What follows belongs to an exercise in optimizing a design on an open flow for small area; a production flow would make more cautious choices. Function was checked by simulation only, so behaviour that the tests miss may differ from the original.

willow:
==> flow/design.v <==
module wdg9 (
    input  wire         clk,
    input  wire         rst_n,
    input  wire         tick,           
    input  wire [8:0]   run,            
    input  wire [7:0]   held,           
    input  wire [8:0]   en,
    input  wire [8:0]   win_en,
    input  wire [8:0]   chal_en,
    input  wire [143:0] timeout_ms,     
    input  wire [143:0] first_ms,
    input  wire [143:0] open_ms,
    input  wire [8:0]   en_mask,        
    input  wire         wdo_pol,        
    input  wire [6:0]   width_ms,
    input  wire         kick_v,         
    input  wire [3:0]   kick_w,         
    input  wire [31:0]  kick_data,
    input  wire [4:0]   rd_sel,
    output reg  [8:0]   exp_v,          
    output wire [26:0]  exp_cause,      
    output reg  [7:0]   exp_held,       
    output wire [7:0]   wrst,           
    output wire         dev_rst,        
    output reg          wdo,
    output reg          wdo_oe,
    output reg  [31:0]  rd_data
);
    assign wrst    = exp_v[7:0] & ~exp_held;
    assign dev_rst = exp_v[8];
    reg  [15:0] lfsr;
    wire        lfsr_fb = lfsr[15] ^ lfsr[13] ^ lfsr[12] ^ lfsr[10];
    wire [15:0] lfsr_p1 = (&lfsr) ? 16'h0001 : lfsr + 16'd1;
    localparam [9:0] US_END = 10'h2B2;
    reg  [8:0]  st_a, st_x, first;
    reg  [9:0]  t_us    [0:8];
    reg  [15:0] t_ms    [0:8];
    reg  [15:0] seed    [0:8];
    reg  [15:0] exp_cnt [0:8];
    reg  [15:0] vio_cnt [0:8];
    reg  [1:0]  cause   [0:8];
    wire        key_ok = kick_v && (kick_data[15:0] == 16'h5A5A);
    reg  [15:0] k_ms, k_open, k_seed;
    reg         k_win, k_chal, k_first;
    integer     j;
    always @* begin
        k_ms = 16'd0; k_open = 16'd0; k_seed = 16'd0;
        k_win = 1'b0; k_chal = 1'b0; k_first = 1'b0;
        for (j = 0; j < 9; j = j + 1)
            if (kick_w == j) begin
                k_ms    = t_ms[j];
                k_open  = open_ms[j*16 +: 16];
                k_seed  = seed[j];
                k_win   = win_en[j];
                k_chal  = chal_en[j];
                k_first = first[j];
            end
    end
    wire        k_early = k_win && !k_first && (k_ms < k_open);
    wire [15:0] k_ans   = {k_seed[10:0], k_seed[15:11]} ^ {4{kick_w}};
    wire        k_wrong = k_chal && (kick_data[31:16] != k_ans);
    wire [8:0]  ev;
    genvar g;
    generate for (g = 0; g < 9; g = g + 1) begin : wd
        wire        act     = en[g] & run[g];
        wire        running = act & st_a[g] & ~st_x[g];
        wire [15:0] f_ms    = first_ms[g*16 +: 16];
        wire [15:0] lim     = (first[g] && f_ms != 16'd0) ? f_ms : timeout_ms[g*16 +: 16];
        wire        us_end  = (t_us[g] == US_END);
        wire        ms_up   = tick & us_end;
        wire [16:0] ms_inc  = {1'b0, t_ms[g]} + {16'd0, ms_up};
        wire        tmo     = tick && (ms_inc >= {1'b0, lim});    
        wire        svc     = key_ok && (kick_w == g);
        wire        expire  = running & tmo;
        wire        bad     = running & ~tmo & svc & (k_early | k_wrong);
        wire        accept  = running & ~tmo & svc & ~k_early & ~k_wrong;
        wire        e       = expire | bad;
        wire        hold_e  = (g < 8) ? held[g % 8] : 1'b0;
        wire        ld_seed = act & (~st_a[g] | (e & (~hold_e | bad)) | (accept & chal_en[g]));
        wire        same    = (lfsr == seed[g]);
        wire        ce      = e & ~&exp_cnt[g];
        wire        cv      = bad & ~&vio_cnt[g];
        wire [15:0] car_e, car_v;
        assign car_e[0] = ce;
        assign car_v[0] = cv;
        genvar b;
        for (b = 1; b < 16; b = b + 1) begin : cc
            assign car_e[b] = car_e[b-1] & exp_cnt[g][b-1];
            assign car_v[b] = car_v[b-1] & vio_cnt[g][b-1];
        end
        assign ev[g]  = e;
        assign exp_cause[g*3 +: 3] = {1'b0, cause[g]};
        always @(posedge clk) begin
            if (!st_a[g] || svc || tmo || ms_up) t_us[g] <= 10'd0;
            else if (tick)                       t_us[g] <= {t_us[g][8:0], ~(t_us[g][9] ^ t_us[g][6])};
            if (!st_a[g] || svc || tmo)          t_ms[g] <= 16'd0;
            else                                 t_ms[g] <= ms_inc[15:0];
        end
        always @(posedge clk) begin
            if (!rst_n) seed[g] <= 16'd0; else if (ld_seed) seed[g] <= same ? lfsr_p1 : lfsr;
        end
        always @(posedge clk) begin
            if (!rst_n) begin
                st_a[g]    <= 1'b0;
                st_x[g]    <= 1'b0;
                first[g]   <= 1'b0;
                exp_cnt[g] <= 16'd0;
                vio_cnt[g] <= 16'd0;
                exp_v[g]   <= 1'b0;
                cause[g]   <= 2'd0;
                if (g < 8) exp_held[g % 8] <= 1'b0;
            end else begin
                exp_v[g]   <= e;
                exp_cnt[g] <= exp_cnt[g] ^ car_e;
                vio_cnt[g] <= vio_cnt[g] ^ car_v;
                if (!act) begin
                    st_a[g] <= 1'b0;
                    st_x[g] <= 1'b0;
                end else if (!st_a[g]) begin
                    st_a[g]  <= 1'b1;
                    first[g] <= 1'b1;
                end else if (e) begin
                    if (hold_e) st_x[g]  <= 1'b1;
                    else        first[g] <= 1'b1;
                end else if (accept) begin
                    first[g] <= 1'b0;
                end
                if (e) begin
                    cause[g] <= expire ? 2'd1 : k_early ? 2'd2 : 2'd3;
                    if (g < 8) exp_held[g % 8] <= hold_e;
                end
            end
        end
    end endgenerate
    reg  [31:0] total;
    wire [3:0]  n_ev = ev[0] + ev[1] + ev[2] + ev[3] + ev[4] + ev[5] + ev[6] + ev[7] + ev[8];
    wire [32:0] tot_s = {1'b0, total} + {29'd0, n_ev};
    reg         wdo_act;
    reg  [6:0]  w_ms;
    reg  [9:0]  w_us;
    reg  [15:0] pulses, merged;
    wire        req = |(ev & en_mask);
    always @(posedge clk) begin
        if (!wdo_act) begin
            w_ms <= width_ms;
            w_us <= 10'd0;
        end else if (tick) begin
            if (w_us == 10'd0) begin
                w_us <= 10'd999;
                w_ms <= w_ms - 7'd1;
            end else begin
                w_us <= w_us - 10'd1;
            end
        end
    end
    integer w;
    reg  [31:0] rd_n;
    always @* begin
        rd_n = 32'd0;
        for (w = 0; w < 9; w = w + 1) begin
            if (rst_n && rd_sel == w)     rd_n = rd_n | {vio_cnt[w], exp_cnt[w]};
            if (rst_n && rd_sel == w + 9) rd_n = rd_n | {st_x[w], st_a[w], first[w], 13'd0, seed[w]};
        end
        if (rst_n && rd_sel == 5'd18) rd_n = rd_n | total;
        if (rst_n && rd_sel == 5'd19) rd_n = rd_n | {merged, pulses};
    end
    always @(posedge clk) rd_data <= rd_n;
    always @(posedge clk) begin
        if (!rst_n) begin
            lfsr    <= 16'hACE1;
            total   <= 32'd0;
            wdo_act <= 1'b0;
            pulses  <= 16'd0;
            merged  <= 16'd0;
            wdo     <= 1'b0;
            wdo_oe  <= 1'b0;
        end else begin
            lfsr  <= {lfsr[14:0], lfsr_fb};
            total <= tot_s[32] ? 32'hFFFF_FFFF : tot_s[31:0];
            if (wdo_act) begin
                if (req && merged != 16'hFFFF) merged <= merged + 16'd1;
                if (tick && w_ms == 7'd0 && w_us[9:1] == 9'd0) wdo_act <= 1'b0;
            end else if (req) begin
                wdo_act <= 1'b1;
                if (pulses != 16'hFFFF) pulses <= pulses + 16'd1;
            end
            wdo_oe <= |en_mask;
            wdo    <= wdo_pol ? wdo_act : ~wdo_act;
        end
    end
endmodule
==> flow/config.mk <==
export PLATFORM = sky130hd
export DESIGN_NAME = wdg9
export DESIGN_NICKNAME = wdg9
export VERILOG_FILES = /design/flow/design.v
export SDC_FILE = /design/flow/constraint.sdc
export NUM_CORES = 4
export LEC_CHECK = 0
export CAP_MARGIN = 20
export CORE_MARGIN = 2
export CORE_UTILIZATION = 45
export SLEW_MARGIN = 20
==> flow/constraint.sdc <==
create_clock -name core_clock -period 18.0 [get_ports {clk}]
set_input_delay 3.6000 -clock core_clock [delete_from_list [all_inputs] [get_ports {clk}]]
set_output_delay 3.6000 -clock core_clock [all_outputs]
set_load 0.01 [all_outputs]
standard.sh (not shown) runs the stock make flow with config.mk's settings and CLKGATE_MAP_FILE= SYNTH_SCRIPT=/design/flow/synth_recipe.tcl, a recipe that flattens the netlist after the stock synthesis.
==> flow/flow/run.sh <==
#!/bin/bash
# Layout flow: the standard flow (standard.sh) on a copy of the ORFS scripts, with
# these changes:
#  - synthesis leaves adders to ABC (no extract_fa half/full-adder cells), and ABC maps
#    the logic with an area-oriented script (flow/abc.script, with &deepsyn) instead of ORFS's speed
#    script; the rest of synthesis, and so every register, is the standard one;
#  - port buffers are buf_1 rather than clkdlybuf4s50_1;
#  - CTS inserts no dummy loads, clusters up to 16 sinks, and uses clkbuf_8.
# Every tool's output stays in this folder: standard.log and orfs/logs/.
set -euo pipefail
W=$(pwd)
rm -rf "$W/scripts"
cp -r "$FLOW_HOME/scripts" "$W/scripts"
cp "$W/flow/abc.script" "$W/scripts/abc_speed.script"
cp "$W/flow/abc.script" "$W/scripts/abc_area.script"
sed -i 's/^  \[env_var_exists_and_non_empty ADDER_MAP_FILE\] &&$/  0 \&\& [env_var_exists_and_non_empty ADDER_MAP_FILE] \&\&/' "$W/scripts/synth.tcl"
grep -q '^  0 && \[env_var_exists_and_non_empty ADDER_MAP_FILE\] &&$' "$W/scripts/synth.tcl"
export SCRIPTS_DIR="$W/scripts"
export BUFFER_PORTS_ARGS="-buffer_cell sky130_fd_sc_hd__buf_1"
export CTS_ARGS="-sink_clustering_enable -sink_clustering_size 16 -sink_clustering_max_diameter 60 -repair_clock_nets -dont_use_dummy_load -buf_list {sky130_fd_sc_hd__clkbuf_8}"
bash standard.sh > "$W/standard.log" 2>&1
==> flow/flow/abc.script <==
strash
&get -n
&fraig -x
&put
scorr
dc2
strash
&get -n
&deepsyn -J 20 -T 600
&dch -f
&nf -R 1000 -p -F 8 -A 4
&put
> inputs changed (willow -> sierra)
--- a/flow/flow/run.sh
+++ b/flow/flow/run.sh
@@ -18,4 +18,4 @@
 export SCRIPTS_DIR="$W/scripts"
 export BUFFER_PORTS_ARGS="-buffer_cell sky130_fd_sc_hd__buf_1"
-export CTS_ARGS="-sink_clustering_enable -sink_clustering_size 16 -sink_clustering_max_diameter 60 -repair_clock_nets -dont_use_dummy_load -buf_list {sky130_fd_sc_hd__clkbuf_8}"
+export CTS_ARGS="-sink_clustering_enable -sink_clustering_size 16 -sink_clustering_max_diameter 80 -repair_clock_nets -dont_use_dummy_load -buf_list {sky130_fd_sc_hd__clkbuf_8}"
 bash standard.sh > "$W/standard.log" 2>&1
## What came out
Maximum vdd drop ended up about 16% higher on sierra than on willow. sierra against willow: final non-filler cell total neither gained nor lost much; finished layout cell area went down 210 sq um; total number of vias dropped 0.45%; fmax shows no meaningful change; routed wire length saw a decrease.

what the ideal ports hide:
No port has a modelled driver above. Below, the same layouts with a new extraction and two added sets of constraints.
Step 1 assumes that a clkbuf_16 drives the clock port and a buf_2 every other input.
Step 2 also shifts input and output timing later by t, the mid clock arrival at the registers, as if the neighbouring blocks saw the same clock.
a / b / c = ideal ports / drivers / drivers and shift; a / b = the first two.
| run | t (ns) | setup slack, ns | latest minus earliest clock arrival (ns) |
|---|---|---|---|
| willow | 0.786 | 2.408 / 2.406 / 1.620 | 0.084 / 0.083 |
| sierra | 0.785 | 2.413 / 2.386 / 1.601 | 0.109 / 0.109 |
After both steps every run listed still meets setup and hold. For sierra, which loses most, drivers alone change the setup slack by -0.027 ns; drivers and shift together by -0.812 ns.
